This design comes from an exercise in tuning for small area and a short achievable clock period on the open sky130 flow, not from production work. Only simulation tests tie the RTL to the original design; equivalence was not proved. Power and IR drop assume default switching activity.

== job 101 ==
// rld_ecc
module rld_ecc (
    input  wire        clk,
    input  wire        rst,
    input  wire        in_valid,
    input  wire [71:0] in_code,
    input  wire [63:0] in_wdata,
    input  wire [7:0]  in_bmask,
    input  wire        in_wpoison,
    output reg         out_valid,
    output wire [63:0] out_data,
    output wire [71:0] out_code,
    output reg  [1:0]  out_status,
    output reg  [6:0]  out_syn,
    output wire        out_poison
);
Size: about 120 flip-flops, ~0.0075 sq mm of cells after synthesis.
==> flow/config.mk <==
export PLATFORM = sky130hd
export DESIGN_NAME = rld_ecc
export DESIGN_NICKNAME = rld_ecc
export VERILOG_FILES = /design/flow/design.v
export SDC_FILE = /design/flow/constraint.sdc
export NUM_CORES = 4
export LEC_CHECK = 0
export CAP_MARGIN = 20
export CORE_MARGIN = 2
export CORE_UTILIZATION = 40
export CTS_BUF_LIST = sky130_fd_sc_hd__clkbuf_8
export GPL_ROUTABILITY_DRIVEN = 0
export SETUP_SLACK_MARGIN = 2.8
export SLEW_MARGIN = 20
export TNS_END_PERCENT = 100
==> flow/constraint.sdc <==
create_clock -name core_clock -period 6.0 [get_ports {clk}]
set_input_delay 1.2000 -clock core_clock [delete_from_list [all_inputs] [get_ports {clk}]]
set_output_delay 1.2000 -clock core_clock [all_outputs]
set_load 0.01 [all_outputs]
standard.sh (not shown) runs the stock make flow with config.mk's settings and CLKGATE_MAP_FILE= SYNTH_SCRIPT=/design/flow/synth_recipe.tcl, a recipe that flattens the netlist after the stock synthesis.
==> flow/flow/run.sh <==
#!/bin/bash
# The standard layout, with two changes in how cells are chosen:
# - the port buffers are buf_1 cells (buffer_ports -buffer_cell);
# - the 3-input XOR/XNOR cells and the 3- and 4-input ORs are added to the platform's don't-use list,
#   so that synthesis builds the XOR trees from 2-input cells, which are
#   faster and smaller here.
# Every tool's output goes to the ORFS logs; make's own output to standard.log.
export BUFFER_PORTS_ARGS="-buffer_cell sky130_fd_sc_hd__buf_1"
EXTRA="sky130_fd_sc_hd__xnor3_1 sky130_fd_sc_hd__xnor3_2 sky130_fd_sc_hd__xnor3_4 sky130_fd_sc_hd__xor3_1 sky130_fd_sc_hd__xor3_2 sky130_fd_sc_hd__xor3_4 sky130_fd_sc_hd__or4_1 sky130_fd_sc_hd__or4_2 sky130_fd_sc_hd__or4_4 sky130_fd_sc_hd__or4b_1 sky130_fd_sc_hd__or4b_2 sky130_fd_sc_hd__or4b_4 sky130_fd_sc_hd__or4bb_1 sky130_fd_sc_hd__or4bb_2 sky130_fd_sc_hd__or4bb_4 sky130_fd_sc_hd__or3_1 sky130_fd_sc_hd__or3_2 sky130_fd_sc_hd__or3_4 sky130_fd_sc_hd__or3b_1 sky130_fd_sc_hd__or3b_2 sky130_fd_sc_hd__or3b_4"
# The platform's own don't-use list (platforms/sky130hd/config.mk).
PLATFORM="sky130_fd_sc_hd__probe_p_8 sky130_fd_sc_hd__probec_p_8 sky130_fd_sc_hd__lpflow_bleeder_1 sky130_fd_sc_hd__lpflow_clkbufkapwr_1 sky130_fd_sc_hd__lpflow_clkbufkapwr_16 sky130_fd_sc_hd__lpflow_clkbufkapwr_2 sky130_fd_sc_hd__lpflow_clkbufkapwr_4 sky130_fd_sc_hd__lpflow_clkbufkapwr_8 sky130_fd_sc_hd__lpflow_clkinvkapwr_1 sky130_fd_sc_hd__lpflow_clkinvkapwr_16 sky130_fd_sc_hd__lpflow_clkinvkapwr_2 sky130_fd_sc_hd__lpflow_clkinvkapwr_4 sky130_fd_sc_hd__lpflow_clkinvkapwr_8 sky130_fd_sc_hd__lpflow_decapkapwr_12 sky130_fd_sc_hd__lpflow_decapkapwr_3 sky130_fd_sc_hd__lpflow_decapkapwr_4 sky130_fd_sc_hd__lpflow_decapkapwr_6 sky130_fd_sc_hd__lpflow_decapkapwr_8 sky130_fd_sc_hd__lpflow_inputiso0n_1 sky130_fd_sc_hd__lpflow_inputiso0p_1 sky130_fd_sc_hd__lpflow_inputiso1n_1 sky130_fd_sc_hd__lpflow_inputiso1p_1 sky130_fd_sc_hd__lpflow_inputisolatch_1 sky130_fd_sc_hd__lpflow_isobufsrc_1 sky130_fd_sc_hd__lpflow_isobufsrc_16 sky130_fd_sc_hd__lpflow_isobufsrc_2 sky130_fd_sc_hd__lpflow_isobufsrc_4 sky130_fd_sc_hd__lpflow_isobufsrc_8 sky130_fd_sc_hd__lpflow_isobufsrckapwr_16 sky130_fd_sc_hd__lpflow_lsbuf_lh_hl_isowell_tap_1 sky130_fd_sc_hd__lpflow_lsbuf_lh_hl_isowell_tap_2 sky130_fd_sc_hd__lpflow_lsbuf_lh_hl_isowell_tap_4 sky130_fd_sc_hd__lpflow_lsbuf_lh_isowell_4 sky130_fd_sc_hd__lpflow_lsbuf_lh_isowell_tap_1 sky130_fd_sc_hd__lpflow_lsbuf_lh_isowell_tap_2 sky130_fd_sc_hd__lpflow_lsbuf_lh_isowell_tap_4"
bash standard.sh "DONT_USE_CELLS=$EXTRA $PLATFORM" finish > standard.log 2>&1
Inputs modified between job 101 and job 102:
# job 101
export LEC_CHECK = 0
export CAP_MARGIN = 20
export CORE_MARGIN = 2
export CORE_UTILIZATION = 40
export CTS_BUF_LIST = sky130_fd_sc_hd__clkbuf_8
export GPL_ROUTABILITY_DRIVEN = 0
export SETUP_SLACK_MARGIN = 2.8
export SLEW_MARGIN = 20
export TNS_END_PERCENT = 100
create_clock -name core_clock -period 6.0 [get_ports {clk}]
# job 102
export LEC_CHECK = 0
export CAP_MARGIN = 20
export CORE_MARGIN = 2
export CORE_UTILIZATION = 40
export CTS_BUF_LIST = sky130_fd_sc_hd__clkbuf_8
export SETUP_SLACK_MARGIN = 2.85
export SLEW_MARGIN = 20
create_clock -name core_clock -period 6.0 [get_ports {clk}]
[summary]
Job 101 finished end to end and its layout was clean on timing, DRC and antenna. Job 102 reached the final stage; the timing, design-rule and antenna checks on its layout passed. Summary of job 102 over job 101: final critical-path share of the clock period flat, combinational power share went up by 2.4 points. Lower total power was reported by job 101, not job 102. Measured against each other, job 101 and job 102 differ in fraction of final layout cells with drive strength greater than 1, the higher figure coming from job 102. In the reports for job 101 and job 102, the larger multi-input gate share of total cell area belongs to job 101. Looking at core utilization, job 102 sits 0.80 points above job 101. Upper clock frequency limit: job 102 vs job 101 — no meaningful difference. The lower setup slack came out of job 102.
## Diff of input files: job 103 against job 102
# job 102
export LEC_CHECK = 0
export CAP_MARGIN = 20
export CORE_MARGIN = 2
export CORE_UTILIZATION = 40
export CTS_BUF_LIST = sky130_fd_sc_hd__clkbuf_8
export SETUP_SLACK_MARGIN = 2.85
export SLEW_MARGIN = 20
create_clock -name core_clock -period 6.0 [get_ports {clk}]
# job 103
export LEC_CHECK = 0
export CAP_MARGIN = 20
export CORE_MARGIN = 2
export CORE_UTILIZATION = 40
export CTS_BUF_LIST = sky130_fd_sc_hd__clkbuf_8
export SETUP_SLACK_MARGIN = 2.8
export SLEW_MARGIN = 20
create_clock -name core_clock -period 6.0 [get_ports {clk}]
[summary]
A start point of the critical path of in_code[47] is what job 102 shows, while in_code[26] belongs to job 103. Maximum ir drop on the vdd rail across job 103 and job 102: no real change. In terms of power attributed to sequential cells, job 103 and job 102 differ only marginally. There was hardly any difference in share of synthesized cell area in full adder, half adder and majority cells between job 102 and job 103. Delta (job 103 minus job 102): total power moved down; worst setup slack after layout moved up; remaining max-slew budget at the tightest pin moved down; detailed route wirelength on metal2 moved up; power in the clock group moved up.
## Diff of input files: job 104 against job 103
# job 103
export LEC_CHECK = 0
export CAP_MARGIN = 20
export CORE_MARGIN = 2
export CORE_UTILIZATION = 40
export CTS_BUF_LIST = sky130_fd_sc_hd__clkbuf_8
export SETUP_SLACK_MARGIN = 2.8
export SLEW_MARGIN = 20
create_clock -name core_clock -period 6.0 [get_ports {clk}]
# job 104
export LEC_CHECK = 0
export CAP_MARGIN = 20
export CORE_MARGIN = 2
export CORE_UTILIZATION = 40
export SETUP_SLACK_MARGIN = 3.0
export SLEW_MARGIN = 20
create_clock -name core_clock -period 6.0 [get_ports {clk}]
==> comparison <==
Power density relative to cell area for job 104 is higher than for job 103.
Job 103 → job 104: routed wire length has increased, area of placed instances moved up, share of power burned in combinational logic now sits higher, via count increased by 235 relative to the old numbers.
On sequential share of layout area: job 104 sits below job 103.
Re post-synthesis instance area: no difference whatsoever between job 104 and job 103.
Job 104 vs job 103 — routing usage on met3 rose 0.20 points.
The lower final-layout worst hold slack came out of job 103.

re-timing with driven ports:
In the flow no input, the clock included, has a driving cell. The finished layouts below were timed again as built, in two steps. Step 1 sets driving cells, clkbuf_16 on the clock port and buf_2 on the other inputs (assumed; they add their load-dependent delay and slew). Step 2 times the ports against the registers' clock, not the clock port: input delays grow and output delays shrink by t, the midpoint of the rising clock arrivals with the driver on. Slacks: ideal ports / drivers / drivers and shift; pairs: ideal ports / drivers.
| run | t (ns) | setup WS [ns] | worst setup path at the end | latest minus earliest clock arrival (ns) |
|---|---|---|---|---|
| job 101 | 0.478 | 2.891 / 2.888 / 2.428 | input to register | 0.008 / 0.008 |
| job 102 | 0.490 | 2.883 / 2.902 / 2.412 | input to register | 0.015 / 0.014 |
| job 103 | 0.478 | 2.891 / 2.888 / 2.428 | input to register | 0.008 / 0.008 |
| job 104 | 0.469 | 2.950 / 2.973 / 2.504 | input to register | 0.011 / 0.012 |
After both steps every run listed still meets setup and hold. For job 102, which loses most, drivers alone change the setup slack by +0.019 ns; drivers and shift together by -0.471 ns.
